What follows belongs to an exercise in optimizing a design on an open flow for small area and a short achievable clock period; a production flow would make more cautious choices.
At most, simulation tests tie the RTL to the original design; equivalence was not proved.
Function not checked in run 3: the RTL went through the layout flow alone.
No activity file was given, so power comes from the tool's default toggle rates.

--- flow/run.sh ---
#!/bin/bash
# Layout flow: the standard flow (standard synthesis, floorplan, place,
# CTS, route), except that the port buffers that global placement inserts
# on every input and output are the small sky130_fd_sc_hd__buf_1 instead of
# the flow's default pick (a clkdlybuf4s50 delay cell).
# Each tool's full output is kept under orfs/logs/; the make output is in
# flow_make.log in this folder.
set -euo pipefail
echo 'export BUFFER_PORTS_ARGS = -buffer_cell sky130_fd_sc_hd__buf_1' >> config.mk
bash standard.sh finish > flow_make.log 2>&1
--- standard.sh ---
#!/bin/bash
# synth_recipe.tcl (not shown) runs the flow's synth.tcl, then flattens the netlist and writes it again
# the make line also repeats each setting of config.mk as NAME=value (left out here)
make -C /OpenROAD-flow-scripts/flow DESIGN_CONFIG=/design/flow/config.mk WORK_HOME=/design/flow/orfs CLKGATE_MAP_FILE= SYNTH_SCRIPT=/design/flow/synth_recipe.tcl "${@:-finish}"
--- config.mk ---
export PLATFORM = sky130hd
export DESIGN_NAME = vx_conv
export DESIGN_NICKNAME = vx_conv
export VERILOG_FILES = /design/flow/design.v
export SDC_FILE = /design/flow/constraint.sdc
export NUM_CORES = 4
export LEC_CHECK = 0
export ABC_AREA = 1
export ABC_CLOCK_PERIOD_IN_PS = 10000
export CAP_MARGIN = 20
export CORE_MARGIN = 2
export CORE_UTILIZATION = 40
export SLEW_MARGIN = 20
export BUFFER_PORTS_ARGS = -buffer_cell sky130_fd_sc_hd__buf_1
--- constraint.sdc ---
create_clock -name core_clock -period 28.0 [get_ports {clk}]
set_input_delay 5.6000 -clock core_clock [delete_from_list [all_inputs] [get_ports {clk}]]
set_output_delay 5.6000 -clock core_clock [all_outputs]
set_load 0.01 [all_outputs]
--- design.v ---
module vx_conv (
    input  wire        clk,
    input  wire        rst,         
    input  wire        in_valid,
    input  wire [3:0]  in_src_fmt,
    input  wire [3:0]  in_dst_fmt,
    input  wire        in_blk,      
    input  wire [7:0]  in_s1,       
    input  wire [31:0] in_s2,       
    input  wire [31:0] in_data,     
    output reg         out_valid,
    output reg  [31:0] out_data,    
    output reg         out_sat,     
    output reg         out_nan,     
    output reg         out_rsv,     
    output reg         out_scale_inv,  
    output reg         out_err      
);
    localparam [3:0] F_FP32  = 4'h0, F_BF16 = 4'h1, F_FP16 = 4'h2,
                     F_FP8E4 = 4'h3, F_FP8E5 = 4'h4, F_INT8 = 4'h5,
                     F_FP4   = 4'h6, F_INT4  = 4'h7, F_T2   = 4'hA,
                     F_B1    = 4'hB;
    reg        r_valid;
    reg [3:0]  r_src, r_dst;
    reg        r_scaled;    
    reg [7:0]  r_s1;
    reg [31:0] r_w;         
    reg [7:0]  r_c;         
    wire in_scaled = (in_src_fmt == F_FP4) || (in_src_fmt == F_INT4) ||
                     (in_src_fmt == F_T2) ||
                     (in_blk && ((in_src_fmt == F_FP8E4) || (in_src_fmt == F_FP8E5)));
    always @(posedge clk) begin
        if (rst) r_valid <= 1'b0;
        else     r_valid <= in_valid;
        r_src  <= in_src_fmt;
        r_dst  <= in_dst_fmt;
        r_scaled <= in_scaled;
        r_s1   <= in_s1;
        r_w    <= in_scaled ? in_s2 : in_data;
        r_c    <= in_data[7:0];
    end
    wire s_fp32 = (r_src == F_FP32);
    wire s_bf16 = (r_src == F_BF16);
    wire s_fp16 = (r_src == F_FP16);
    wire s_e4   = (r_src == F_FP8E4);
    wire s_e5   = (r_src == F_FP8E5);
    wire s_i8   = (r_src == F_INT8);
    wire s_fp4  = (r_src == F_FP4);
    wire s_i4   = (r_src == F_INT4);
    wire s_t2   = (r_src == F_T2);
    wire s_b1   = (r_src == F_B1);
    wire src_ok = !r_src[3] || (r_src[3:1] == 3'b101);
    wire dst_ok = !r_dst[3] || (r_dst[3:1] == 3'b101);
    wire err    = !src_ok || !dst_ok;
    wire scaled = r_scaled;
    wire [7:0] d8 = r_c;
    reg  [7:0]  a_ef;      
    reg  [23:0] a_sig;     
    always @* begin
        a_ef   = 8'd0;
        a_sig  = 24'd0;
        if (scaled || s_fp32) begin
            a_ef  = r_w[30:23];
            a_sig = {1'b0, r_w[22:0]};
        end else if (s_bf16) begin
            a_ef  = r_w[14:7];
            a_sig = {1'b0, r_w[6:0], 16'd0};
        end else if (s_fp16) begin
            a_ef  = {3'd0, r_w[14:10]};
            a_sig = {1'b0, r_w[9:0], 13'd0};
        end else if (s_e4) begin
            a_ef  = {4'd0, d8[6:3]};
            a_sig = {1'b0, d8[2:0], 20'd0};
        end else if (s_e5) begin
            a_ef  = {3'd0, d8[6:2]};
            a_sig = {1'b0, d8[1:0], 21'd0};
        end else if (s_i8) begin
            a_sig = {(d8[7] ? (~d8 + 8'd1) : d8), 16'd0};
        end else begin  
            a_sig = {1'b1, 23'd0};
        end
    end
    wire        a_h  = (a_ef != 8'd0);
    wire [23:0] a_v  = a_sig | {a_h, 23'd0};
    wire [7:0]  a_e1 = {a_ef[7:1], a_ef[0] | (!a_h && !s_i8 && !s_b1)};
    reg  [4:0]  lza;
    integer     i;
    always @* begin
        lza = 5'd0;
        for (i = 0; i < 24; i = i + 1)
            if (a_v[i]) lza = 5'd23 - i[4:0];
    end
    wire        a_zero = (a_v == 24'd0);
    wire [23:0] a_n    = a_v << lza;
    reg  [3:0]  c_sig;
    reg  [4:0]  c_e1;      
    always @* begin
        c_sig = 4'd0;
        c_e1  = 5'd0;
        if (s_e4) begin
            c_sig = {d8[6:3] != 4'd0, d8[2:0]};
            c_e1  = {1'b0, d8[6:4], d8[3] | (d8[6:3] == 4'd0)};
        end else if (s_e5) begin
            c_sig = {1'b0, d8[6:2] != 5'd0, d8[1:0]};
            c_e1  = {d8[6:3], d8[2] | (d8[6:2] == 5'd0)};
        end else if (s_fp4) begin
            c_sig = {2'b00, d8[2:1] != 2'd0, d8[0]};
            c_e1  = {3'd0, d8[2], d8[1] | !d8[2]};
        end else if (s_i4) begin
            c_sig = d8[3] ? (~d8[3:0] + 4'd1) : d8[3:0];
        end else begin  
            c_sig = {3'd0, d8[0]};
        end
    end
    wire [3:0]  s1_sig = {r_s1[6:3] != 4'd0, r_s1[2:0]};
    wire [3:0]  s1_e1  = {r_s1[6:4], r_s1[3] | (r_s1[6:3] == 4'd0)};
    wire [7:0]  b_v = c_sig * s1_sig;
    reg  [2:0]  lzb;
    always @* begin
        lzb = 3'd0;
        for (i = 0; i < 8; i = i + 1)
            if (b_v[i]) lzb = 3'd7 - i[2:0];
    end
    wire [7:0]  b_n = b_v << lzb;
    reg  signed [9:0] x_src;
    always @* begin
        x_src = 10'sd0;
        if (scaled) begin
            if (s_e4)       x_src = 10'sd127 + 10'sd13;
            else if (s_e5)  x_src = 10'sd127 + 10'sd20;
            else if (s_fp4) x_src = 10'sd127 + 10'sd5;
            else            x_src = 10'sd127 + 10'sd3;
        end else if (s_fp32 || s_bf16) x_src = 10'sd127;
        else if (s_fp16 || s_e5)       x_src = 10'sd15;
        else if (s_e4)                 x_src = 10'sd7;
        else if (s_i8)                 x_src = -10'sd7;
        else                           x_src = 10'sd0;
    end
    wire [4:0]  c_x  = scaled ? c_e1 : 5'd0;
    wire [3:0]  s1_x = scaled ? s1_e1 : 4'd0;
    wire [2:0]  lzb_x = scaled ? lzb : 3'd0;
    wire signed [9:0] xk = x_src - $signed({2'b00, a_e1}) - $signed({5'd0, c_x})
                         - $signed({6'd0, s1_x});
    wire d_nan32 = (r_w[30:23] == 8'hFF) && (r_w[22:0] != 23'd0);
    wire d_inf32 = (r_w[30:23] == 8'hFF) && (r_w[22:0] == 23'd0);
    wire d_nanbf = (r_w[14:7] == 8'hFF) && (r_w[6:0] != 7'd0);
    wire d_infbf = (r_w[14:7] == 8'hFF) && (r_w[6:0] == 7'd0);
    wire d_nan16 = (r_w[14:10] == 5'h1F) && (r_w[9:0] != 10'd0);
    wire d_inf16 = (r_w[14:10] == 5'h1F) && (r_w[9:0] == 10'd0);
    wire d_nane4 = (d8[6:0] == 7'h7F);
    wire d_nane5 = (d8[6:2] == 5'h1F) && (d8[1:0] != 2'd0);
    wire d_infe5 = (d8[6:2] == 5'h1F) && (d8[1:0] == 2'd0);
    reg c_nan, c_inf, c_sign;
    always @* begin
        c_nan  = 1'b0;
        c_inf  = 1'b0;
        c_sign = 1'b0;
        case (r_src)
            F_FP32:  begin c_nan = d_nan32; c_inf = d_inf32; c_sign = r_w[31]; end
            F_BF16:  begin c_nan = d_nanbf; c_inf = d_infbf; c_sign = r_w[15]; end
            F_FP16:  begin c_nan = d_nan16; c_inf = d_inf16; c_sign = r_w[15]; end
            F_FP8E4: begin c_nan = d_nane4; c_sign = d8[7]; end
            F_FP8E5: begin c_nan = d_nane5; c_inf = d_infe5; c_sign = d8[7]; end
            F_INT8:  c_sign = d8[7];
            F_FP4:   c_sign = d8[3];
            F_INT4:  c_sign = d8[3];
            F_T2:    c_sign = (d8[1:0] == 2'b11);
            F_B1:    c_sign = ~d8[0];
            default: ;
        endcase
    end
    wire c_rsv  = s_t2 && (d8[1:0] == 2'b10);
    wire s1_zero    = (r_s1 == 8'h00);
    wire s1_invalid = r_s1[7] || (r_s1 == 8'h7F);
    wire s2_nan  = (r_w[30:23] == 8'hFF) && (r_w[22:0] != 23'd0);
    wire s2_inf  = (r_w[30:23] == 8'hFF) && (r_w[22:0] == 23'd0);
    wire s2_zero = (r_w[30:0] == 31'd0);
    wire c_zero  = (c_sig == 4'd0);
    reg v_nan, v_inf, v_sign, v_zero, v_sinv;
    always @* begin
        v_sinv = 1'b0;
        if (!scaled) begin
            v_nan  = c_nan;
            v_inf  = c_inf;
            v_sign = c_sign;
            v_zero = a_zero;
        end else if (s1_zero) begin
            v_nan  = 1'b0;
            v_inf  = 1'b0;
            v_sign = 1'b0;
            v_zero = 1'b1;
        end else if (s1_invalid) begin
            v_nan  = 1'b1;
            v_inf  = 1'b0;
            v_sign = 1'b0;
            v_zero = 1'b0;
            v_sinv = 1'b1;
        end else begin
            v_nan  = c_nan || s2_nan || (c_inf && s2_zero) || (s2_inf && c_zero);
            v_inf  = c_inf || s2_inf;
            v_sign = c_sign ^ r_w[31];
            v_zero = c_zero || s2_zero;
        end
    end
    reg        p2_valid;
    reg [22:0] p2_a;
    reg [6:0]  p2_b;
    reg signed [9:0] p2_k;
    reg [4:0]  p2_lza;
    reg [2:0]  p2_lzb;
    reg [3:0]  p2_dst;
    reg        p2_nan, p2_inf, p2_sign, p2_zero, p2_sinv, p2_rsv, p2_err;
    always @(posedge clk) begin
        if (rst) p2_valid <= 1'b0;
        else     p2_valid <= r_valid;
        p2_a    <= a_n[22:0];
        p2_b    <= scaled ? b_n[6:0] : 7'd0;
        p2_k    <= xk;
        p2_lza  <= lza;
        p2_lzb  <= lzb_x;
        p2_dst  <= r_dst;
        p2_nan  <= v_nan;
        p2_inf  <= v_inf;
        p2_sign <= v_sign;
        p2_zero <= v_zero;
        p2_sinv <= v_sinv;
        p2_rsv  <= c_rsv;
        p2_err  <= err;
    end
    wire [31:0] prod = {1'b1, p2_a} * {1'b1, p2_b};
    wire        p31  = prod[31];
    wire [4:0]  t_mb =
        (p2_dst == F_FP32)  ? 5'd23 :
        (p2_dst == F_BF16 || p2_dst == F_INT8) ? 5'd7 :
        (p2_dst == F_FP16)  ? 5'd10 :
        (p2_dst == F_FP8E4 || p2_dst == F_INT4) ? 5'd3 :
        (p2_dst == F_FP8E5) ? 5'd2 :
        (p2_dst == F_FP4 || p2_dst == F_T2) ? 5'd1 : 5'd0;
    wire signed [9:0] x_emin =
        (p2_dst == F_FP32 || p2_dst == F_BF16)  ? -10'sd126 :
        (p2_dst == F_FP16 || p2_dst == F_FP8E5) ? -10'sd14  :
        (p2_dst == F_FP8E4) ? -10'sd6 :
        (p2_dst == F_INT8)  ? 10'sd7  :
        (p2_dst == F_INT4)  ? 10'sd3  :
        (p2_dst == F_T2)    ? 10'sd1  : 10'sd0;
    wire signed [9:0] p2_x = p2_k + x_emin + $signed({5'd0, p2_lza}) + $signed({7'd0, p2_lzb});
    wire [4:0]  t_base = 5'd23 - t_mb;
    wire [4:0]  t_base1 = 5'd24 - t_mb;
    wire [5:0]  sdd  = {1'b0, p2_x[4:0]} + {1'b0, t_base};
    wire        sub  = !p2_x[9] && (p2_x[8:0] != 9'd0);
    wire [4:0]  s_sub = ((p2_x[8:5] != 4'd0) || sdd[5]) ? 5'd31 : sdd[4:0];
    wire [4:0]  s_sh = sub ? s_sub : (p31 ? t_base1 : t_base);
    reg        p3_valid;
    reg [25:0] p3_x;
    reg        p3_st;
    reg [4:0]  p3_sh;
    reg signed [9:0] p3_xe;
    reg [3:0]  p3_dst;
    reg        p3_nan, p3_inf, p3_sign, p3_zero, p3_sinv, p3_rsv, p3_err;
    always @(posedge clk) begin
        if (rst) p3_valid <= 1'b0;
        else     p3_valid <= p2_valid;
        p3_x     <= prod[31:6];
        p3_st    <= |prod[5:0];
        p3_sh    <= s_sh;
        p3_xe    <= p2_x;
        p3_dst   <= p2_dst;
        p3_nan   <= p2_nan;
        p3_inf   <= p2_inf;
        p3_sign  <= p2_sign;
        p3_zero  <= p2_zero;
        p3_sinv  <= p2_sinv;
        p3_rsv   <= p2_rsv;
        p3_err   <= p2_err;
    end
    wire [7:0]  t_fmax =
        (p3_dst == F_FP32 || p3_dst == F_BF16)  ? 8'd254 :
        (p3_dst == F_FP16 || p3_dst == F_FP8E5) ? 8'd30  :
        (p3_dst == F_FP8E4) ? 8'd15 :
        (p3_dst == F_FP4)   ? 8'd3  : 8'd0;
    wire        p31_3  = p3_x[25];
    wire signed [9:0] ebn  = ~p3_xe + (p31_3 ? 10'sd3 : 10'sd2);
    wire signed [9:0] ebn1 = ~p3_xe + (p31_3 ? 10'sd4 : 10'sd3);
    wire        p3_norm = (p3_xe <= 10'sd0) || (p3_xe == 10'sd1 && p31_3);
    wire        p3_ibig = (p3_xe < 10'sd0) || (p3_xe == 10'sd0 && p31_3);
    wire        p3_ovf0 = ebn > $signed({2'b00, t_fmax});
    wire        p3_eqm  = ebn == $signed({2'b00, t_fmax});
    wire [25:0] xs = p3_x >> p3_sh;
    wire [25:0] lost_mask = ~(26'h3FFFFFF << p3_sh);
    wire        stick = p3_st || |(p3_x & lost_mask);
    wire [24:0] rq    = xs[25:1];
    wire        rbit  = xs[0];
    wire [24:0] rqi   = rq + {24'd0, rbit & (stick | rq[0])};
    reg         carry, hid;
    always @* begin
        carry = 1'b0;
        hid   = 1'b0;
        case (p3_dst)
            F_FP32:  begin carry = rqi[24]; hid = rqi[23]; end
            F_BF16:  begin carry = rqi[8];  hid = rqi[7];  end
            F_FP16:  begin carry = rqi[11]; hid = rqi[10]; end
            F_FP8E4: begin carry = rqi[4];  hid = rqi[3];  end
            F_FP8E5: begin carry = rqi[3];  hid = rqi[2];  end
            F_FP4:   begin carry = rqi[2];  hid = rqi[1];  end
            default: ;
        endcase
    end
    wire [7:0]  fe         = carry ? ebn1[7:0] : ebn[7:0];
    wire [7:0]  f_ebits    = p3_norm ? fe : {7'd0, hid};
    wire        f_ovf      = !p3_zero && p3_norm &&
                             (p3_ovf0 || (p3_eqm && (carry ||
                              ((p3_dst == F_FP8E4) && (rqi[2:0] == 3'b111)))));
    wire        i_big3 = p3_ibig;
    wire [8:0]  i_mag  = rqi[8:0];
    reg  [31:0] res;
    reg         sat, nanev;
    always @* begin
        res   = 32'd0;
        sat   = 1'b0;
        nanev = 1'b0;
        case (p3_dst)
            F_FP32: begin
                if (p3_nan)       res = 32'h7FC00000;
                else if (p3_inf)  res = {p3_sign, 8'hFF, 23'd0};
                else if (f_ovf)  begin res = {p3_sign, 8'hFE, 23'h7FFFFF}; sat = 1'b1; end
                else if (p3_zero) res = {p3_sign, 31'd0};
                else             res = {p3_sign, f_ebits, rqi[22:0]};
            end
            F_BF16: begin
                if (p3_nan)       res = 32'h7FC0;
                else if (p3_inf)  res = {16'd0, p3_sign, 8'hFF, 7'd0};
                else if (f_ovf)  begin res = {16'd0, p3_sign, 8'hFE, 7'h7F}; sat = 1'b1; end
                else if (p3_zero) res = {16'd0, p3_sign, 15'd0};
                else             res = {16'd0, p3_sign, f_ebits, rqi[6:0]};
            end
            F_FP16: begin
                if (p3_nan)       res = 32'h7E00;
                else if (p3_inf)  res = {16'd0, p3_sign, 5'h1F, 10'd0};
                else if (f_ovf)  begin res = {16'd0, p3_sign, 5'h1E, 10'h3FF}; sat = 1'b1; end
                else if (p3_zero) res = {16'd0, p3_sign, 15'd0};
                else             res = {16'd0, p3_sign, f_ebits[4:0], rqi[9:0]};
            end
            F_FP8E4: begin
                if (p3_nan)       res = 32'h7F;
                else if (p3_inf || f_ovf) begin res = {24'd0, p3_sign, 7'h7E}; sat = 1'b1; end
                else if (p3_zero) res = {24'd0, p3_sign, 7'd0};
                else             res = {24'd0, p3_sign, f_ebits[3:0], rqi[2:0]};
            end
            F_FP8E5: begin
                if (p3_nan)       res = 32'h7E;
                else if (p3_inf)  res = {24'd0, p3_sign, 5'h1F, 2'd0};
                else if (f_ovf)  begin res = {24'd0, p3_sign, 5'h1E, 2'h3}; sat = 1'b1; end
                else if (p3_zero) res = {24'd0, p3_sign, 7'd0};
                else             res = {24'd0, p3_sign, f_ebits[4:0], rqi[1:0]};
            end
            F_FP4: begin
                if (p3_nan)       begin res = 32'h0; nanev = 1'b1; end
                else if (p3_inf || f_ovf) begin res = {28'd0, p3_sign, 3'h7}; sat = 1'b1; end
                else if (p3_zero) res = {28'd0, p3_sign, 3'd0};
                else             res = {28'd0, p3_sign, f_ebits[1:0], rqi[0]};
            end
            F_INT8: begin
                if (p3_nan) begin res = 32'h0; nanev = 1'b1; end
                else if (p3_inf || (!p3_zero && (i_big3 ||
                         (!p3_sign && i_mag > 9'd127) || (p3_sign && i_mag > 9'd128)))) begin
                    res = p3_sign ? 32'h80 : 32'h7F;
                    sat = 1'b1;
                end else if (p3_zero) res = 32'h0;
                else res = {24'd0, p3_sign ? (~i_mag[7:0] + 8'd1) : i_mag[7:0]};
            end
            F_INT4: begin
                if (p3_nan) begin res = 32'h0; nanev = 1'b1; end
                else if (p3_inf || (!p3_zero && (i_big3 ||
                         (!p3_sign && i_mag > 9'd7) || (p3_sign && i_mag > 9'd8)))) begin
                    res = p3_sign ? 32'h8 : 32'h7;
                    sat = 1'b1;
                end else if (p3_zero) res = 32'h0;
                else res = {28'd0, p3_sign ? (~i_mag[3:0] + 4'd1) : i_mag[3:0]};
            end
            F_T2: begin
                if (p3_nan) begin res = 32'h0; nanev = 1'b1; end
                else if (p3_inf || (!p3_zero && (i_big3 || i_mag > 9'd1))) begin
                    res = p3_sign ? 32'h3 : 32'h1;
                    sat = 1'b1;
                end else if (p3_zero || i_mag == 9'd0) res = 32'h0;
                else res = p3_sign ? 32'h3 : 32'h1;
            end
            F_B1: begin
                if (p3_nan) begin res = 32'h1; nanev = 1'b1; end
                else begin
                    res = (p3_sign && !p3_zero) ? 32'h0 : 32'h1;
                    sat = p3_inf;
                end
            end
            default: ;
        endcase
    end
    always @(posedge clk) begin
        if (rst) out_valid <= 1'b0;
        else     out_valid <= p3_valid;
        out_data      <= p3_err ? 32'd0 : res;
        out_sat       <= !p3_err && sat;
        out_nan       <= !p3_err && nanev;
        out_rsv       <= !p3_err && p3_rsv;
        out_scale_inv <= !p3_err && p3_sinv;
        out_err       <= p3_err;
    end
endmodule
==> results of run 1 <==
-- per-layer routing --
metal	up-vias	routed length [microns]	track usage (%)
met5	-	0	0
met4	0	1660	6.64
met3	97	2590	1.98
met2	541	26700	37.3
met1	8806	25400	28.4
li1	9398	-	-
-- power groups by stage --
stage	combinational (uW)	sequential (uW)	clock, uW
after detailed placement	874	420	0
after floorplan	684	398	0
after global routing	1000	421	343
final	887	413	320
after global placement	864	419	0
after CTS	880	413	330
-- worst min-delay path by stage --
| stage | from | slack (ps) | to |
|---|---|---|---|
| after floorplan | r_dst[0] | 310 | p2_dst[0] |
| after global placement | p2_err | 310 | p3_err |
| after detailed placement | r_dst[0] | 310 | p2_dst[0] |
| after CTS | r_dst[0] | 330 | p2_dst[0] |
| after global routing | r_dst[0] | 330 | p2_dst[0] |
| final | r_dst[0] | 330 | p2_dst[0] |
-- cells in the final DEF, fill, tap and decap left out, drive strengths merged, types with 122 or more instances in the layout --
cell type and count:
buf 137, nand2 671, nor2 256, nand3 221, a21oi 138, dfxtp 210
ha 122, inv 537, fa 156, o21ai 190
-- registers in the layout, indices dropped and copies added, names as in the netlist, 3 cells and up --
signal / count
p3_xe: 10
p2_b: 7
r_s1: 8
p2_a: 23
out_data: 32
p2_k: 10
r_src: 4
r_dst: 4
r_c: 8
p3_sh: 5
p2_lza: 5
p2_dst: 4
p2_lzb: 3
p3_x: 26
r_w: 32
p3_dst: 4
-- kinds of logic after synthesis --
| group | after synthesis | synth area share (%) |
|---|---|---|
| AO/OA/AOI/OAI | 430 | 12.2 |
| XOR/XNOR | 64 | 2.78 |
| adder cells (fa/ha/maj) | 278 | 23.1 |
| buffers and inverters | 616 | 12.1 |
| flip-flops | 210 | 20.9 |
| multiplexers | 33 | 1.84 |
| AND/OR/NAND/NOR | 1259 | 27.1 |
-- layout make-up --
type | count | area, sq um
sequential | 210 | 4200
multi-input combinational | 2064 | 13500
timing repair buffer | 137 | 574
tap | 672 | 841
clock buffer | 27 | 653
fill | 5232 | 28000
inverter | 539 | 2030
clock inverter | 19 | 165
-- stage by stage --
stage / worst slack [ps] / instances / cell area [sq um]
detailed placement: 20970 / 3622 / 21200
global placement: 21040 / 3622 / 21200
finish: 21390 / 3668 / 22000
floorplan: 20960 / 2890 / 20200
global route: 21330 / 3668 / 22000
CTS: 21350 / 3668 / 22000
==> results.json, run 1 <==
{
  "ys_types": 69,
  "die_width_microns": 228,
  "initial_core_util_pct": 40.3,
  "worstReg2RegEnd": "p2_k[8]",
  "post_drt_via_cell_ratio": 5.14,
  "synth.top_cells.by_count": "nand2_1, inv_1, nor2_1",
  "final_util_pct": 44.0,
  "grt_pass1_vias": 18681,
  "required_ps": 22400,
  "wl_per_cell_microns": 15.4,
  "antenna_found_initial": 0,
  "yosysTopAreaCell": "dfxtp_1",
  "synth_edf_count": 0,
  "io_pins": 122,
  "die_h_microns": 228,
  "async_flop_share_pct": 0,
  "hold_viol_final": 0,
  "gp_congestion": 1.01,
  "path_depth": 1,
  "slew-limit-headroom_pct": 31.1,
  "pwr_density_cell_mw_per_mm2": 73.6,
  "hold_slack_ps": 327,
  "dr.pass1.iters": 6,
  "crit_slowest_cell": "dfxtp_1",
  "syn-mean-instance-area_sq_um": 6.97,
  "p_seq_share_pct": 25.5,
  "syn_area_sq_mm": 0.0202,
  "cp_cell_sequence": "buf_1",
  "internal_power_uw": 835,
  "critPathMaxStageDelay_ps": 320,
  "synth_ff_type": "dfxtp_1",
  "r2r_slack_ps": 21940,
  "power_frac_comb_pct": 54.7,
  "initialDrtViolationCount": 1224,
  "ys_seq_elements": 210,
  "antenna_cells": 0,
  "fin_nets": 3339,
  "grtUsageTotal_pct": 21.5,
  "tns_ps": 0,
  "fmax_mhz": 151,
  "ys_warn_count": 1,
  "crit_buf_inv": 1,
  "crit_start": "out_data[23]",
  "setup_violations": 0,
  "timing.critical_path.to": "out_data[23]",
  "r2r-start": "r_scaled",
  "worst_clock_skew_ps": 21.1,
  "area_delta_synth_final_pct": 9.14,
  "drive_above_1_share_pct": 6.38,
  "synthesis.nets": 3252,
  "tightest_slew_ps": 1010,
  "final_antenna_net_count": 0,
  "clockPowerShare_pct": 19.7,
  "route.detailed.drc": 0,
  "min_path_type": "flip-flop to flip-flop",
  "cts_tree": "built",
  "ys_seq_area_share_pct": 20.9,
  "dp_hpwl_mm": 45.4,
  "clock_path_buffers": 3,
  "grt_max_degree": 37,
  "power_leakage_uw": 0.0113,
  "crit_family": "flip-flops",
  "core_region_area_sq_mm": 0.0500,
  "die_area_sq_mm": 0.0522,
  "r2r_cells": 23,
  "power.total_uw": 1620,
  "h-tree-depth": 1,
  "switching_share_pct": 48.4,
  "post-route-period-util_pct": 23.6,
  "cts_buffers": 25,
  "cp.arrival_ps": 1010,
  "slew_viol_final": 0,
  "grt_pass1_wl_mm": 94.1,
  "p_sw_uw": 784,
  "cts-root-buf": "clkbuf_16",
  "whs_path_depth": 0,
  "netlist_top_cells_area": "dfxtp_1, fa_1, nand2_1, inv_1, ha_1",
  "cts-resized-gates": 0,
  "clk_pin_slew_ps": 60,
  "wirelength_mm": 56.3,
  "ir_drop_mv": 0.0547,
  "cp-start-kind": "flip-flop",
  "min_period_ps": 6610,
  "outcome": "no timing/DRC/antenna violations",
  "end_kind": "output port",
  "grt_overflow": 0,
  "synthCells": 2890,
  "crit_type": "flip-flop to output port",
  "rsz0062_at_grt": "no",
  "cap_violations": 0,
  "synth.top_cell.area_share_pct": 20.9,
  "port_buffers": 121,
  "postCtsSetupBuffers": 0,
  "synth_most_common_cell": "nand2_1",
  "worstSkewPairLatency_ps": 560,
  "cts_num_sinks": 210,
  "via_count": 18842,
  "holdBufCountCts": 0,
  "num_rows": 82,
  "critPathMaxFanout": 1
}
==> run 2, diff against run 1 <==
--- a/config.mk
+++ b/config.mk
@@ -10,5 +10,7 @@
 export CAP_MARGIN = 20
 export CORE_MARGIN = 2
 export CORE_UTILIZATION = 40
+export CTS_CLUSTER_DIAMETER = 100
+export CTS_CLUSTER_SIZE = 30
 export SLEW_MARGIN = 20
 export BUFFER_PORTS_ARGS = -buffer_cell sky130_fd_sc_hd__buf_1
==> run 2 against run 1 <==
Largest power group unchanged. Cell area down 1.4%. Area after synthesis stayed put. Critical endpoint unchanged. Global-route usage fell by 0.16 points. Sequential share of layout area up 0.26 points. Count of clock-buffer cells in the layout down 11. Sequential cell count stayed put. Register-to-register slack is essentially flat. Setup slack improved by 20 ps. Sequential power barely moved. Still clean on timing, DRC and antenna. Clock skew increased by 7.7 ps.
==> results.json, run 2 <==
{
  "outcome": "no timing/DRC/antenna violations",
  "post-route-period-util_pct": 23.5,
  "ys_warn_count": 1,
  "crit_family": "flip-flops",
  "io_pins": 122,
  "min_period_ps": 6590,
  "synth_ff_type": "dfxtp_1",
  "ir_drop_mv": 0.0376,
  "whs_path_depth": 0,
  "yosysTopAreaCell": "dfxtp_1",
  "post_dp_cell_area_sq_mm": 0.0212,
  "clk_pin_slew_ps": 100,
  "worstHoldEndpoint": "p2_dst[0]",
  "port_buffers": 121,
  "final_common_cell": "nand2_1",
  "postCtsSetupBuffers": 0,
  "die_width_microns": 228,
  "num-fill-cells": 5258,
  "cts_tree": "built",
  "internal_power_uw": 762,
  "holdBufCountCts": 0,
  "fin_nets": 3328,
  "synth_most_common_cell": "nand2_1",
  "num_rows": 82,
  "wl_per_cell_microns": 15.3,
  "synthCells": 2890,
  "min_path_type": "flip-flop to flip-flop",
  "worst_clock_skew_ps": 28.8,
  "cts-root-buf": "clkbuf_16",
  "grt_max_degree": 37,
  "final_cell_mix": "nand2_1, inv_1, nor2_1",
  "cts-resized-gates": 0,
  "wirelength_mm": 55.9,
  "crit_type": "flip-flop to output port",
  "cp_cell_sequence": "buf_1",
  "synth_edf_count": 0,
  "slew-limit-headroom_pct": 32.4,
  "critPathMaxFanout": 1,
  "ys_seq_area_share_pct": 20.9,
  "synth.top_cell.area_share_pct": 20.9,
  "drive_above_1_share_pct": 5.65,
  "pwr_density_cell_mw_per_mm2": 70.7,
  "h-tree-depth": 1,
  "netlist_top_cells_area": "dfxtp_1, fa_1, nand2_1, inv_1, ha_1",
  "power.total_uw": 1530,
  "area_delta_synth_final_pct": 7.65,
  "hold_viol_final": 0,
  "antenna_found_initial": 0,
  "grt_pass1_vias": 18644,
  "route.detailed.drc": 0,
  "setup_violations": 0,
  "power_leakage_uw": 0.0112,
  "syn-mean-instance-area_sq_um": 6.97,
  "switching_share_pct": 50.3,
  "cp.arrival_ps": 990,
  "die_area_sq_mm": 0.0522,
  "reg.largest.list": "out_data (32), r_w (32), p3_x (26)",
  "slew_viol_final": 0,
  "power_frac_comb_pct": 57.8,
  "clock_path_buffers": 3,
  "worstReg2RegEnd": "p2_k[8]",
  "ys_types": 69,
  "grt_pass1_wl_mm": 93.5,
  "rsz0062_at_grt": "no",
  "r2r_slack_ps": 21950,
  "crit_buf_inv": 1,
  "crit_slowest_cell": "dfxtp_1",
  "placedCellCount": 3622,
  "cts_num_sinks": 210,
  "final_antenna_net_count": 0,
  "fin_cells": 3646,
  "dr.pass1.iters": 5,
  "antenna_cells": 0,
  "syn_area_sq_mm": 0.0202,
  "die_h_microns": 228,
  "post_drt_via_cell_ratio": 5.16,
  "min_from": "r_dst[0]",
  "worstSkewPairLatency_ps": 520,
  "p_sw_uw": 771,
  "synth.top_cells.by_count": "nand2_1, inv_1, nor2_1",
  "via_count": 18808,
  "critPathMaxStageDelay_ps": 330,
  "r2r-start": "r_scaled",
  "core_region_area_sq_mm": 0.0500,
  "end_kind": "output port",
  "synthesis.nets": 3252,
  "cap_violations": 0,
  "tns_ps": 0,
  "grt_overflow": 0,
  "async_flop_share_pct": 0,
  "dp_hpwl_mm": 45.4,
  "ys_seq_elements": 210,
  "p_seq_share_pct": 27.0,
  "cp-start-kind": "flip-flop",
  "cts_buffers": 14,
  "required_ps": 22400,
  "grtUsageTotal_pct": 21.4,
  "initialDrtViolationCount": 1416,
  "fin_area_sq_mm": 0.0217,
  "tightest_slew_ps": 1010,
  "clockPowerShare_pct": 15.2,
  "r2r_cells": 23,
  "initial_core_util_pct": 40.3,
  "gp_congestion": 1.01,
  "fmax_mhz": 152
}
-- run 2: cell types whose count changed in the layout (fill, tap and decap cells not counted), moves of 2 or more --
cell	delta
clkinv_2	-5
clkinv_16	+2
clkbuf_8	-2
inv_6	-3
clkinv_4	-3
clkbuf_16	-10
inv_12	+2
clkinvlp_4	-5
-- run 2: routing by layer --
layer / vias up / share of wire [%] / track usage (%)
li1: 9352 / - / -
met1: 8815 / 46 / 28.3
met2: 555 / 48 / 37.2
met3: 86 / 4.1 / 1.82
met4: 0 / 2.7 / 6.19
met5: - / 0 / 0
-- run 2: cell families (layout without fill, tap and decap cells) --
group	count (synthesis)	in the layout	synth area share (%)
DFF	210	210	20.9
adders and majority gates	278	278	23.1
buffers and inverters	616	700	12.1
muxes	33	33	1.84
AOI/OAI and AO/OA	430	430	12.2
xor gates and xnor gates	64	64	2.78
and+or+nand+nor	1259	1259	27.1
-- run 2: power groups by stage --
stage                     clock network (uW)  registers, uW  logic (uW)
after global placement                     0            419         864
after CTS                                243            413         879
final                                    234            413         886
after floorplan                            0            398         684
after detailed placement                   0            420         874
after global routing                     252            420        1000
-- run 2: final cells by class --
class                   count  area, sq um  area share, %
multi-input cells        2064        13500           62.4
flip-flops and latches    210         4200           19.4
inverters                 539         2030           9.34
well taps                 672          841           3.87
repair buffers            137          574           2.65
clock buffers              16          379           1.75
clock inverters             8          140          0.646
-- run 2: stage by stage --
stage / utilization (%) / hold WS [ps] / worst slack (ps)
CTS: 43.4 / 334 / 21370
floorplan: - / 310 / 20960
finish: 43.4 / 335 / 21410
detailed placement: 42.4 / 315 / 20970
global placement: 42.4 / 312 / 21040
global route: 43.4 / 338 / 21350
-- run 2: how the worst max path moves through the flow --
stage / slack (ps) / depth (start not counted) / endpoint / startpoint
final: 21410 / 1 / out_data[23] / out_data[23]
after global routing: 21350 / 1 / out_data[23] / out_data[23]
after CTS: 21370 / 1 / out_data[23] / out_data[23]
after detailed placement: 20970 / 5 / r_w[20] / in_src_fmt[0]
after global placement: 21040 / 5 / r_w[2] / in_src_fmt[0]
after floorplan: 20960 / 5 / r_w[10] / in_src_fmt[0]
==> run 3, diff against run 2 <==
--- a/design.v
+++ b/design.v
@@ -20,6 +20,17 @@
                      F_FP8E4 = 4'h3, F_FP8E5 = 4'h4, F_INT8 = 4'h5,
                      F_FP4   = 4'h6, F_INT4  = 4'h7, F_T2   = 4'hA,
                      F_B1    = 4'hB;
+    function [7:0] cneg8(input neg, input [7:0] x);
+        integer k;
+        reg any;
+        begin
+            any = 1'b0;
+            for (k = 0; k < 8; k = k + 1) begin
+                cneg8[k] = x[k] ^ (neg & any);
+                any = any | x[k];
+            end
+        end
+    endfunction
     reg        r_valid;
     reg [3:0]  r_src, r_dst;
     reg        r_scaled;    
@@ -75,7 +86,7 @@
             a_ef  = {3'd0, d8[6:2]};
             a_sig = {1'b0, d8[1:0], 21'd0};
         end else if (s_i8) begin
-            a_sig = {(d8[7] ? (~d8 + 8'd1) : d8), 16'd0};
+            a_sig = {cneg8(d8[7], d8), 16'd0};
         end else begin  
             a_sig = {1'b1, 23'd0};
         end
@@ -107,7 +118,7 @@
             c_sig = {2'b00, d8[2:1] != 2'd0, d8[0]};
             c_e1  = {3'd0, d8[2], d8[1] | !d8[2]};
         end else if (s_i4) begin
-            c_sig = d8[3] ? (~d8[3:0] + 4'd1) : d8[3:0];
+            c_sig = cneg8(d8[3], {4'd0, d8[3:0]});
         end else begin  
             c_sig = {3'd0, d8[0]};
         end
@@ -290,7 +301,24 @@
     wire        stick = p3_st || |(p3_x & lost_mask);
     wire [24:0] rq    = xs[25:1];
     wire        rbit  = xs[0];
-    wire [24:0] rqi   = rq + {24'd0, rbit & (stick | rq[0])};
+    wire        r_up  = rbit & (stick | rq[0]);
+    reg  [24:0] rqi;
+    reg  [4:0]  blk_all;
+    reg         cblk, cin;
+    integer     bi, bj;
+    always @* begin
+        for (bi = 0; bi < 5; bi = bi + 1)
+            blk_all[bi] = &rq[5*bi +: 5];
+        cblk = r_up;
+        for (bi = 0; bi < 5; bi = bi + 1) begin
+            cin = cblk;
+            for (bj = 0; bj < 5; bj = bj + 1) begin
+                rqi[5*bi+bj] = rq[5*bi+bj] ^ cin;
+                cin = cin & rq[5*bi+bj];
+            end
+            cblk = cblk & blk_all[bi];
+        end
+    end
     reg         carry, hid;
     always @* begin
         carry = 1'b0;
@@ -312,6 +340,7 @@
                               ((p3_dst == F_FP8E4) && (rqi[2:0] == 3'b111)))));
     wire        i_big3 = p3_ibig;
     wire [8:0]  i_mag  = rqi[8:0];
+    wire [7:0]  i4_neg = cneg8(p3_sign, {4'd0, i_mag[3:0]});
     reg  [31:0] res;
     reg         sat, nanev;
     always @* begin
@@ -366,7 +395,7 @@
                     res = p3_sign ? 32'h80 : 32'h7F;
                     sat = 1'b1;
                 end else if (p3_zero) res = 32'h0;
-                else res = {24'd0, p3_sign ? (~i_mag[7:0] + 8'd1) : i_mag[7:0]};
+                else res = {24'd0, cneg8(p3_sign, i_mag[7:0])};
             end
             F_INT4: begin
                 if (p3_nan) begin res = 32'h0; nanev = 1'b1; end
@@ -375,7 +404,7 @@
                     res = p3_sign ? 32'h8 : 32'h7;
                     sat = 1'b1;
                 end else if (p3_zero) res = 32'h0;
-                else res = {28'd0, p3_sign ? (~i_mag[3:0] + 4'd1) : i_mag[3:0]};
+                else res = {28'd0, i4_neg[3:0]};
             end
             F_T2: begin
                 if (p3_nan) begin res = 32'h0; nanev = 1'b1; end
==> run 3 against run 2 <==
Still clean. Hold slack better by 2.9 ps. Core utilization up 0.086 points. Sequential share of layout area up 0.44 points. Count of clock-buffer cells in the layout down 1. Area after synthesis down 2.3%. Critical path type unchanged.
==> results.json, run 3 <==
{
  "outcome": "no timing/DRC/antenna violations",
  "final_common_cell": "nand2_1",
  "drive_above_1_share_pct": 4.78,
  "dr.pass1.iters": 5,
  "cts_tree": "built",
  "synth_most_common_cell": "nand2_1",
  "synthesis.nets": 3157,
  "cp-start-kind": "flip-flop",
  "die_width_microns": 226,
  "initial_core_util_pct": 40.4,
  "clk_pin_slew_ps": 100,
  "cp.arrival_ps": 1000,
  "min_path_type": "flip-flop to flip-flop",
  "hold_viol_final": 0,
  "fmax_mhz": 152,
  "ys_seq_area_share_pct": 21.3,
  "yosysTopAreaCell": "dfxtp_1",
  "min_from": "p2_sinv",
  "io_pins": 122,
  "cap_violations": 0,
  "final_cell_mix": "nand2_1, inv_1, nor2_1",
  "register_area_sq_mm": 0.00420,
  "synth.top_cells.by_count": "nand2_1, inv_1, nor2_1",
  "ys_seq_elements": 210,
  "final_util_pct": 43.5,
  "final_antenna_net_count": 0,
  "pwr_density_cell_mw_per_mm2": 68.4,
  "cp_cell_sequence": "buf_1",
  "required_ps": 22400,
  "h-tree-depth": 1,
  "async_flop_share_pct": 0,
  "grt_overflow": 0,
  "gp_congestion": 0.961,
  "netlist_top_cells_area": "dfxtp_1, fa_1, nand2_1, inv_1, ha_1",
  "setup_violations": 0,
  "holdBufCountCts": 0,
  "grtUsageTotal_pct": 21.6,
  "cts_num_sinks": 210,
  "num-fill-cells": 5119,
  "critPathMaxStageDelay_ps": 320,
  "wirelength_mm": 54.9,
  "clock_path_buffers": 3,
  "core_region_area_sq_mm": 0.0487,
  "post_drt_via_cell_ratio": 5.15,
  "cts-resized-gates": 0,
  "ir_drop_mv": 0.0559,
  "cts-root-buf": "clkbuf_16",
  "r2r_cells": 32,
  "timing.critical_path.to": "out_data[6]",
  "tns_ps": 0,
  "syn-mean-instance-area_sq_um": 7.08,
  "tightest_slew_ps": 1020,
  "reg.largest.list": "out_data (32), r_w (32), p3_x (26)",
  "synth_edf_count": 0,
  "dp_hpwl_mm": 44.3,
  "power_leakage_uw": 0.0106,
  "crit_family": "flip-flops",
  "grt_pass1_vias": 18019,
  "area_delta_synth_final_pct": 7.68,
  "antenna_cells": 0,
  "slew-limit-headroom_pct": 32.0,
  "multi_input_area_sq_mm": 0.0130,
  "num_rows": 81,
  "r2r-start": "p3_sh[1]",
  "ys_types": 67,
  "syn_area_sq_mm": 0.0197,
  "power.total_uw": 1450,
  "ys_warn_count": 1,
  "worst_clock_skew_ps": 24.4,
  "crit_type": "flip-flop to output port",
  "route.detailed.drc": 0,
  "post-route-period-util_pct": 23.6,
  "wl_per_cell_microns": 15.6,
  "synth.top_cell.area_share_pct": 21.3,
  "rsz0062_at_grt": "no",
  "die_area_sq_mm": 0.0510,
  "min_period_ps": 6600,
  "grt_pass1_wl_mm": 89.9,
  "slew_viol_final": 0,
  "worstReg2RegEnd": "out_data[1]",
  "antenna_found_initial": 0,
  "worstSkewPairLatency_ps": 520,
  "port_buffers": 121,
  "via_count": 18181,
  "initialDrtViolationCount": 1382,
  "critPathMaxFanout": 1,
  "crit_start": "out_data[6]",
  "synthCells": 2784,
  "r2r_slack_ps": 21930,
  "postCtsSetupBuffers": 0,
  "end_kind": "output port",
  "die_h_microns": 226,
  "fin_nets": 3232,
  "synth_ff_type": "dfxtp_1",
  "path_depth": 1,
  "cts_buffers": 15,
  "crit_buf_inv": 1,
  "grt_max_degree": 37,
  "crit_slowest_cell": "dfxtp_1"
}
[run 3: changes by cell type in the layout (fill, tap and decap cells not counted), sizes merged, moves of 5 or more]
cell / delta
a21boi: +5
buf: -5
ha: +11
inv: +29
nand2: -96
nand3: -20
nor2: -22
o211ai: -7
xor2: -5
[run 3: layout make-up]
class / count / share of cell area, %
multi-input combinational: 1931 / 61.2
timing repair buffer: 132 / 2.53
tap: 664 / 3.92
clock buffer: 15 / 1.77
sequential: 210 / 19.8
clock inverter: 10 / 0.667
inverter: 569 / 10.1
[run 3: routing by layer]
| metal | up-vias | GRT usage (%) | part of all wire (%) |
|---|---|---|---|
| met5 | - | 0 | 0 |
| met4 | 0 | 7.54 | 3.5 |
| met3 | 114 | 2.21 | 4.3 |
| met2 | 547 | 37.6 | 47 |
| met1 | 8540 | 27.8 | 45 |
| li1 | 8980 | - | - |
[run 3: stage by stage]
| stage | cell area, sq um | hold WS [ps] | std cells | setup WS [ps] |
|---|---|---|---|---|
| 2_1_floorplan | 19700 | 310 | 2784 | 20960 |
| 3_3_place_gp | 20700 | 313 | 3506 | 21040 |
| 3_5_place_dp | 20700 | 316 | 3506 | 20990 |
| 4_1_cts | 21200 | 341 | 3531 | 21360 |
| 5_1_grt | 21200 | 349 | 3531 | 21300 |
| 6_report | 21200 | 337 | 3531 | 21400 |
[run 3: worst min-delay path by stage]
stage               slack [ps]        end  cells after the start
detailed placement         320    p3_sinv                      0
CTS                        340    p3_sinv                      0
global route               350    p3_sinv                      0
floorplan                  310  p2_dst[0]                      0
global placement           310  p2_dst[0]                      0
finish                     340    p3_sinv                      0
[run 3: report_power, final]
part / total, uW / switching, uW / internal [uW]
logic: 796 / 524 / 272
registers: 420 / 66.6 / 354
clock network: 234 / 126 / 107
[run 3: cell families (layout without fill, tap and decap cells)]
| family | after synthesis | count (layout) | synth area share (%) |
|---|---|---|---|
| XOR/XNOR | 61 | 61 | 2.75 |
| buffers and inverters | 643 | 726 | 12.8 |
| AO/OA/AOI/OAI | 434 | 434 | 12.7 |
| adder cells (fa/ha/maj) | 289 | 289 | 24.3 |
| flip-flops | 210 | 210 | 21.3 |
| AND/OR/NAND/NOR | 1113 | 1113 | 24.1 |
| multiplexers | 34 | 34 | 1.93 |
==> run 4, diff against run 3 <==
--- a/design.v
+++ b/design.v
@@ -284,18 +284,44 @@
         p3_rsv   <= p2_rsv;
         p3_err   <= p2_err;
     end
-    wire [7:0]  t_fmax =
-        (p3_dst == F_FP32 || p3_dst == F_BF16)  ? 8'd254 :
-        (p3_dst == F_FP16 || p3_dst == F_FP8E5) ? 8'd30  :
-        (p3_dst == F_FP8E4) ? 8'd15 :
-        (p3_dst == F_FP4)   ? 8'd3  : 8'd0;
+    wire d_w8 = (p3_dst == F_FP32) || (p3_dst == F_BF16);     
+    wire d_w5 = (p3_dst == F_FP16) || (p3_dst == F_FP8E5);    
+    wire d_e4 = (p3_dst == F_FP8E4);
+    wire d_f4 = (p3_dst == F_FP4);
     wire        p31_3  = p3_x[25];
-    wire signed [9:0] ebn  = ~p3_xe + (p31_3 ? 10'sd3 : 10'sd2);
-    wire signed [9:0] ebn1 = ~p3_xe + (p31_3 ? 10'sd4 : 10'sd3);
-    wire        p3_norm = (p3_xe <= 10'sd0) || (p3_xe == 10'sd1 && p31_3);
-    wire        p3_ibig = (p3_xe < 10'sd0) || (p3_xe == 10'sd0 && p31_3);
-    wire        p3_ovf0 = ebn > $signed({2'b00, t_fmax});
-    wire        p3_eqm  = ebn == $signed({2'b00, t_fmax});
+    reg  [9:0]  ebn;
+    reg  [7:0]  ebn1;
+    reg         ec;
+    integer     ek;
+    always @* begin
+        ebn[0] = ~p3_xe[0] ^ p31_3;
+        ec     = ~p3_xe[0] & p31_3;
+        ebn[1] = ~(~p3_xe[1] ^ ec);
+        ec     = ~p3_xe[1] | ec;
+        for (ek = 2; ek < 10; ek = ek + 1) begin
+            ebn[ek] = ~p3_xe[ek] ^ ec;
+            ec      = ~p3_xe[ek] & ec;
+        end
+        ec = 1'b1;
+        for (ek = 0; ek < 8; ek = ek + 1) begin
+            ebn1[ek] = ebn[ek] ^ ec;
+            ec       = ebn[ek] & ec;
+        end
+    end
+    wire        x_0  = (p3_xe == 10'd0);
+    wire        x_1  = (p3_xe == 10'd1);
+    wire        p3_norm = p3_xe[9] || x_0 || (x_1 && p31_3);
+    wire        p3_ibig = p3_xe[9] || (x_0 && p31_3);
+    wire        p3_ovf0 = !ebn[9] &&
+                          ((d_w8 && (ebn[8] || (ebn[7:0] == 8'hFF))) ||
+                           (d_w5 && ((ebn[8:5] != 4'd0) || (ebn[4:0] == 5'h1F))) ||
+                           (d_e4 && (ebn[8:4] != 5'd0)) ||
+                           (d_f4 && (ebn[8:2] != 7'd0)));
+    wire        p3_eqm  = !ebn[9] &&
+                          ((d_w8 && (ebn[8:0] == 9'd254)) ||
+                           (d_w5 && (ebn[8:0] == 9'd30)) ||
+                           (d_e4 && (ebn[8:0] == 9'd15)) ||
+                           (d_f4 && (ebn[8:0] == 9'd3)));
     wire [25:0] xs = p3_x >> p3_sh;
     wire [25:0] lost_mask = ~(26'h3FFFFFF << p3_sh);
     wire        stick = p3_st || |(p3_x & lost_mask);
@@ -333,13 +359,18 @@
             default: ;
         endcase
     end
-    wire [7:0]  fe         = carry ? ebn1[7:0] : ebn[7:0];
+    wire [7:0]  fe         = carry ? ebn1 : ebn[7:0];
     wire [7:0]  f_ebits    = p3_norm ? fe : {7'd0, hid};
     wire        f_ovf      = !p3_zero && p3_norm &&
                              (p3_ovf0 || (p3_eqm && (carry ||
                               ((p3_dst == F_FP8E4) && (rqi[2:0] == 3'b111)))));
     wire        i_big3 = p3_ibig;
     wire [8:0]  i_mag  = rqi[8:0];
+    wire        i_gt127 = i_mag[8] || i_mag[7];
+    wire        i_gt128 = i_mag[8] || (i_mag[7] && (i_mag[6:0] != 7'd0));
+    wire        i_gt7   = (i_mag[8:3] != 6'd0);
+    wire        i_gt8   = (i_mag[8:4] != 5'd0) || (i_mag[3] && (i_mag[2:0] != 3'd0));
+    wire        i_gt1   = (i_mag[8:1] != 8'd0);
     wire [7:0]  i4_neg = cneg8(p3_sign, {4'd0, i_mag[3:0]});
     reg  [31:0] res;
     reg         sat, nanev;
@@ -391,7 +422,7 @@
             F_INT8: begin
                 if (p3_nan) begin res = 32'h0; nanev = 1'b1; end
                 else if (p3_inf || (!p3_zero && (i_big3 ||
-                         (!p3_sign && i_mag > 9'd127) || (p3_sign && i_mag > 9'd128)))) begin
+                         (!p3_sign && i_gt127) || (p3_sign && i_gt128)))) begin
                     res = p3_sign ? 32'h80 : 32'h7F;
                     sat = 1'b1;
                 end else if (p3_zero) res = 32'h0;
@@ -400,7 +431,7 @@
             F_INT4: begin
                 if (p3_nan) begin res = 32'h0; nanev = 1'b1; end
                 else if (p3_inf || (!p3_zero && (i_big3 ||
-                         (!p3_sign && i_mag > 9'd7) || (p3_sign && i_mag > 9'd8)))) begin
+                         (!p3_sign && i_gt7) || (p3_sign && i_gt8)))) begin
                     res = p3_sign ? 32'h8 : 32'h7;
                     sat = 1'b1;
                 end else if (p3_zero) res = 32'h0;
@@ -408,7 +439,7 @@
             end
             F_T2: begin
                 if (p3_nan) begin res = 32'h0; nanev = 1'b1; end
-                else if (p3_inf || (!p3_zero && (i_big3 || i_mag > 9'd1))) begin
+                else if (p3_inf || (!p3_zero && (i_big3 || i_gt1))) begin
                     res = p3_sign ? 32'h3 : 32'h1;
                     sat = 1'b1;
                 end else if (p3_zero || i_mag == 9'd0) res = 32'h0;
--- a/config.mk
+++ b/config.mk
@@ -9,7 +9,7 @@
 export ABC_CLOCK_PERIOD_IN_PS = 10000
 export CAP_MARGIN = 20
 export CORE_MARGIN = 2
-export CORE_UTILIZATION = 40
+export CORE_UTILIZATION = 55
 export CTS_CLUSTER_DIAMETER = 100
 export CTS_CLUSTER_SIZE = 30
 export SLEW_MARGIN = 20
==> run 4 against run 3 <==
Register-to-register slack improved by 270 ps. Still clean on timing, DRC and antenna. Clock skew increased by 21 ps. Sequential share of layout area up 0.49 points. Via count decreased by 0.48%. Critical path depth unchanged. Setup slack better by 4.6 ps. Synthesized cell count is 2.1% lower. First-iteration DRC count increased by 20%. Largest power group unchanged. Count of clock-buffer cells in the layout grew 3.
==> results.json, run 4 <==
{
  "outcome": "no timing/DRC/antenna violations",
  "crit_slowest_cell": "dfxtp_1",
  "grt_max_degree": 46,
  "die_area_sq_mm": 0.0369,
  "synth_ff_type": "dfxtp_1",
  "tightest_slew_ps": 1120,
  "whs_path_depth": 0,
  "die_width_microns": 192,
  "tns_ps": 0,
  "synth_top_family_by_area": "adder cells",
  "synthMuxAreaShare_pct": 2.16,
  "reg.largest.list": "out_data (32), r_w (32), p3_x (26)",
  "yosysTopAreaCell": "dfxtp_1",
  "gp_congestion": 0.959,
  "synthXorXnorAreaFrac_pct": 2.56,
  "r2r_slack_ps": 22200,
  "crit_buf_inv": 1,
  "worst_clock_skew_ps": 45.7,
  "fin_nets": 3180,
  "wirelength_mm": 55.2,
  "ys_seq_elements": 210,
  "initialDrtViolationCount": 1654,
  "power.total_uw": 1420,
  "async_flop_share_pct": 0,
  "syn_area_sq_mm": 0.0194,
  "setup_violations": 0,
  "cts_tree": "built",
  "wl_per_cell_microns": 16.9,
  "min_period_ps": 6600,
  "drive_above_1_share_pct": 5.08,
  "min_path_type": "flip-flop to flip-flop",
  "register_area_sq_mm": 0.00420,
  "postCtsSetupBuffers": 0,
  "yosys.area_share.simple_pct": 23.7,
  "hold_viol_final": 0,
  "clk_pin_slew_ps": 110,
  "cts-root-buf": "clkbuf_16",
  "via_count": 18094,
  "port_buffers": 121,
  "rsz0062_at_grt": "no",
  "post_drt_via_cell_ratio": 5.54,
  "dp_hpwl_mm": 44.1,
  "core_region_area_sq_mm": 0.0347,
  "cts-resized-gates": 0,
  "placedCellCount": 3244,
  "critPathMaxFanout": 1,
  "fmax_mhz": 152,
  "min_from": "r_dst[0]",
  "hold_slack_ps": 331,
  "worstHoldEndpoint": "p2_dst[0]",
  "critPathMaxStageDelay_ps": 330,
  "synthesis.nets": 3101,
  "multi_input_area_sq_mm": 0.0128,
  "slew-limit-headroom_pct": 24.9,
  "initial_core_util_pct": 56.0,
  "netlist_top_cells_area": "dfxtp_1, fa_1, nand2_1, inv_1, ha_1",
  "die_h_microns": 192,
  "required_ps": 22400,
  "grt_pass1_wl_mm": 89.7,
  "synth-compound-area-share_pct": 12.6,
  "io_pins": 122,
  "holdBufCountCts": 0,
  "cts_buffers": 14,
  "power_leakage_uw": 0.0105,
  "cts_num_sinks": 210,
  "worstSkewPairLatency_ps": 510,
  "clock_path_buffers": 3,
  "grt_overflow": 0,
  "route.detailed.drc": 0,
  "cap_violations": 0,
  "r2r-start": "p3_sh[0]",
  "crit_type": "flip-flop to output port",
  "num-fill-cells": 3313,
  "synthCells": 2726,
  "crit_family": "flip-flops",
  "end_kind": "output port",
  "worstReg2RegEnd": "out_data[3]",
  "final_common_cell": "nand2_1",
  "grtUsageTotal_pct": 30.3,
  "synth_most_common_cell": "nand2_1",
  "fin_cells": 3268,
  "ys_seq_area_share_pct": 21.6,
  "dr.pass1.iters": 8,
  "synth_edf_count": 0,
  "synth.top_cell.area_share_pct": 21.6,
  "post-route-period-util_pct": 23.6,
  "syn-mean-instance-area_sq_um": 7.13,
  "antenna_found_initial": 1,
  "synth_fa_ha_area_share_pct": 24.7,
  "area_delta_synth_final_pct": 6.47,
  "final_cell_mix": "nand2_1, inv_1, dfxtp_1",
  "num_rows": 68,
  "final_antenna_net_count": 0,
  "r2r_cells": 30,
  "ys_warn_count": 1,
  "ys_types": 62,
  "cp-start-kind": "flip-flop",
  "grt_pass1_vias": 17799,
  "ir_drop_mv": 0.0454,
  "antenna_cells": 0,
  "cp_cell_sequence": "buf_1",
  "cp.arrival_ps": 1000,
  "synth.top_cells.by_count": "nand2_1, inv_1, dfxtp_1",
  "h-tree-depth": 1,
  "pwr_density_cell_mw_per_mm2": 68.8,
  "slew_viol_final": 0
}
[run 4: changes by cell type in the layout (fill, tap and decap cells not counted), moves of 5 or more]
cell and delta:
nor2_1 -21, inv_1 -17, nand2_1 +16, nand3_1 -13, a31oi_1 +7, nor2_2 +7, o31ai_1 -7, a21oi_1 -6
a211oi_1 -5, nand4_1 -5, nor4_1 -5
[run 4: layer usage]
metal / up-vias / global-route usage (%) / wire [microns]
li1: 8801 / - / -
met1: 8400 / 40.1 / 23500
met2: 775 / 52.1 / 25800
met3: 116 / 3.80 / 4250
met4: 2 / 8.75 / 1580
met5: - / 0 / 13
[run 4: cells by family after synthesis]
logic type	after synthesis
adder cells (fa/ha/maj)	291
AND/OR/NAND/NOR	1082
buffers and inverters	622
XOR/XNOR	56
AO/OA/AOI/OAI	427
multiplexers	38
flip-flops	210
[run 4: area by class of cell]
cell class | count | area share [%]
Clock buffer | 18 | 2.01
Clock inverter | 6 | 0.435
Inverter | 550 | 9.98
Multi-Input combinational cell | 1894 | 61.8
Sequential cell | 210 | 20.3
Tap cell | 455 | 2.75
Timing Repair Buffer | 135 | 2.70
[run 4: worst max path at each step]
stage          slack [ps]       endpoint     startpoint  depth (start not counted)
6_report            21400  out_scale_inv  out_scale_inv                          1
5_1_grt             21350   out_data[11]   out_data[11]                          1
4_1_cts             21380  out_scale_inv  out_scale_inv                          1
3_5_place_dp        20990        r_w[14]  in_src_fmt[0]                          5
3_3_place_gp        21060         r_w[0]  in_src_fmt[0]                          5
2_1_floorplan       20960        r_w[10]  in_src_fmt[0]                          5
[run 4: power by group]
part	internal (uW)	switching (uW)
combinational	265	511
sequential	354	61.5
clock	119	114
[run 4: through the flow]
step	setup WS, ps	instance area (sq um)	util, %
finish	21400	20700	59.6
global route	21350	20700	59.6
CTS	21380	20700	59.6
detailed placement	20990	20200	58.2
global placement	21060	20200	58.2
floorplan	20960	19400	-
==> run 5, diff against run 4 <==
--- a/config.mk
+++ b/config.mk
@@ -9,8 +9,9 @@
 export ABC_CLOCK_PERIOD_IN_PS = 10000
 export CAP_MARGIN = 20
 export CORE_MARGIN = 2
-export CORE_UTILIZATION = 55
+export CORE_UTILIZATION = 40
 export CTS_CLUSTER_DIAMETER = 100
 export CTS_CLUSTER_SIZE = 30
+export PLACE_DENSITY = 0.9
 export SLEW_MARGIN = 20
 export BUFFER_PORTS_ARGS = -buffer_cell sky130_fd_sc_hd__buf_1
==> run 5 against run 4 <==
Die area up 37%. Register-to-register slack lost 500 ps. Clock power is 22% lower. Cell count up 4.6%. Highest routed layer is now met4. Core utilization fell by 16 points. Via count decreased by 0.33%. Sequential power about the same.
==> results.json, run 5 <==
{
  "critPathMaxStageDelay_ps": 350,
  "end_kind": "output port",
  "die_area_sq_mm": 0.0504,
  "grt_pass1_vias": 17267,
  "post_drt_via_cell_ratio": 5.28,
  "setup_violations": 0,
  "netlist_top_cells_area": "dfxtp_1, fa_1, nand2_1, inv_1, ha_1",
  "ys_seq_area_share_pct": 21.6,
  "ys_types": 62,
  "ys_warn_count": 1,
  "slew_viol_final": 0,
  "holdBufCountCts": 0,
  "die_h_microns": 224,
  "power_leakage_uw": 0.0104,
  "tightest_slew_ps": 905,
  "outcome": "no timing/DRC/antenna violations",
  "synth_most_common_cell": "nand2_1",
  "min_from": "p2_err",
  "fin_cells": 3418,
  "dr.pass1.iters": 7,
  "crit_slowest_cell": "dfxtp_1",
  "crit_buf_inv": 1,
  "cp.arrival_ps": 980,
  "route.detailed.drc": 0,
  "slew-limit-headroom_pct": 39.6,
  "wl_per_cell_microns": 14.6,
  "synth_edf_count": 0,
  "final_common_cell": "nand2_1",
  "ir_drop_mv": 0.0569,
  "r2r_slack_ps": 21700,
  "required_ps": 22400,
  "cts-root-buf": "clkbuf_16",
  "clock_path_buffers": 3,
  "worstSkewPairLatency_ps": 490,
  "min_period_ps": 6580,
  "dp_hpwl_mm": 40.5,
  "num-fill-cells": 4707,
  "crit_start": "out_data[27]",
  "fmax_mhz": 152,
  "final_cell_mix": "nand2_1, inv_1, dfxtp_1",
  "synth_ff_type": "dfxtp_1",
  "reg.largest.list": "out_data (32), r_w (32), p3_x (26)",
  "die_width_microns": 224,
  "initialDrtViolationCount": 1560,
  "yosysTopAreaCell": "dfxtp_1",
  "gp_congestion": 1.00,
  "cts_tree": "built",
  "area_delta_synth_final_pct": 6.56,
  "hold_slack_ps": 336,
  "grt_max_degree": 46,
  "min_path_type": "flip-flop to flip-flop",
  "crit_family": "flip-flops",
  "cts_num_sinks": 210,
  "syn-mean-instance-area_sq_um": 7.13,
  "wirelength_mm": 49.9,
  "syn_area_sq_mm": 0.0194,
  "r2r-start": "p3_sh[1]",
  "hold_viol_final": 0,
  "cts-resized-gates": 0,
  "synth.top_cells.by_count": "nand2_1, inv_1, dfxtp_1",
  "async_flop_share_pct": 0,
  "synthesis.nets": 3101,
  "drive_above_1_share_pct": 4.71,
  "rsz0062_at_grt": "no",
  "grt_pass1_wl_mm": 82.4,
  "synth.top_cell.area_share_pct": 21.6,
  "antenna_found_initial": 0,
  "initial_core_util_pct": 40.6,
  "ys_seq_elements": 210,
  "tns_ps": 0,
  "clk_pin_slew_ps": 100,
  "synthCells": 2726,
  "core_region_area_sq_mm": 0.0478,
  "final_antenna_net_count": 0,
  "io_pins": 122,
  "crit_type": "flip-flop to output port",
  "fin_nets": 3175,
  "grt_overflow": 0,
  "port_buffers": 121,
  "cap_violations": 0,
  "critPathMaxFanout": 1,
  "postCtsSetupBuffers": 0,
  "num_rows": 80,
  "cts_buffers": 11,
  "post-route-period-util_pct": 23.5,
  "via_count": 18035,
  "grtUsageTotal_pct": 19.7,
  "placedCellCount": 3402,
  "pwr_density_cell_mw_per_mm2": 65.1,
  "h-tree-depth": 1,
  "cp-start-kind": "flip-flop",
  "cp_cell_sequence": "buf_1",
  "worst_clock_skew_ps": 21.9
}
==> run 5: cell counts after synthesis <==
No cell type changed its count.
==> run 5: worst register-to-register path: cells and delay by family, from the launching register on <==
kind	cells	cell delay, ps
compound gates	9	1830
simple gates	10	1750
fa+ha+maj	4	940
buf+inv	4	740
flops	1	930
==> run 5: through the flow <==
stage	utilization, %	setup WS [ps]	power, uW	area (sq um)
finish	43.3	21420	1350	20700
global route	43.3	21210	1470	20700
CTS	43.3	21400	1340	20700
detailed placement	42.6	20970	1150	20400
global placement	42.6	21020	1140	20400
floorplan	-	20960	978	19400
==> run 5: worst paths after layout <==
| check | to | depth (start not counted) |
|---|---|---|
| hold / removal | p3_err | 0 |
| setup reg to reg | out_data[4] | 27 |
| hold reg to reg | p3_err | 0 |
| setup / recovery | out_data[27] | 1 |
==> run 5: where the power goes <==
| group | leakage (uW) | switching (uW) | internal (uW) |
|---|---|---|---|
| clock | 0.000157 | 98.9 | 83.2 |
| sequential | 0.00174 | 63.9 | 354 |
| combinational | 0.00852 | 488 | 262 |
| total | 0.0104 | 650 | 699 |
==> run 5: metal layers <==
layer	track usage, %	part of all wire (%)
met5	0	0
met4	6.77	3.1
met3	2.63	7.4
met2	33.9	47
met1	25.3	42
==> run 5: cell type report <==
| cell class | instances | area (sq um) | area share, % |
|---|---|---|---|
| Clock buffer | 11 | 275 | 1.33 |
| Antenna cell | 1 | 2.50 | 0.0121 |
| Inverter | 550 | 2070 | 9.98 |
| Sequential cell | 210 | 4200 | 20.3 |
| Clock inverter | 4 | 61.3 | 0.296 |
| Multi-Input combinational cell | 1894 | 12800 | 61.8 |
| Timing Repair Buffer | 133 | 544 | 2.63 |
| Tap cell | 615 | 769 | 3.71 |
==> run 5: kinds of logic (layout without fill, tap and decap cells) <==
group                      after synthesis  in the layout  synth area share, %
other                                    0              1                    0
adders and majority gates              291            291                 24.7
buffers and inverters                  622            698                 12.6
muxes                                   38             38                 2.16
AOI/OAI and AO/OA                      427            427                 12.6
and+or+nand+nor                       1082           1082                 23.7
DFF                                    210            210                 21.6
xor gates and xnor gates                56             56                 2.56

[what the ideal ports hide]
The flow's constraints put no driver on any port. The routed layouts listed below were extracted and timed again, unchanged, in two steps. Step 1 (the two cells are an assumption about what drives the block):
set clk [get_ports {clk}]
set_driving_cell -lib_cell sky130_fd_sc_hd__clkbuf_16 $clk
set_driving_cell -lib_cell sky130_fd_sc_hd__buf_2 [delete_from_list [all_inputs] $clk]
Step 2, shift: input delay + t, output delay - t, t = (earliest + latest rising clock arrival at the registers) / 2. This alone moves slack from input paths to output paths. Slacks: ideal / step 1 / step 2; pairs: ideal / step 1.
| run | t, ns | slack for setup (ns) | worst setup path at the end | latest minus earliest clock arrival (ns) | worst register clock-pin slew, ns |
|---|---|---|---|---|---|
| run 1 | 0.608 | 21.390 / 21.333 / 20.962 | input to register | 0.022 / 0.022 | 0.06 / 0.06 |
| run 2 | 0.567 | 21.411 / 21.354 / 20.984 | input to register | 0.029 / 0.029 | 0.11 / 0.11 |
| run 3 | 0.566 | 21.400 / 21.342 / 21.009 | input to register | 0.024 / 0.025 | 0.10 / 0.10 |
| run 4 | 0.543 | 21.404 / 21.352 / 21.022 | input to register | 0.047 / 0.046 | 0.11 / 0.11 |
| run 5 | 0.534 | 21.417 / 21.361 / 20.970 | input to register | 0.021 / 0.022 | 0.11 / 0.11 |
After both steps setup and hold are still met in every run listed. The setup slack of run 5, which loses most, moves by -0.056 ns with the drivers and by -0.447 ns with both steps.
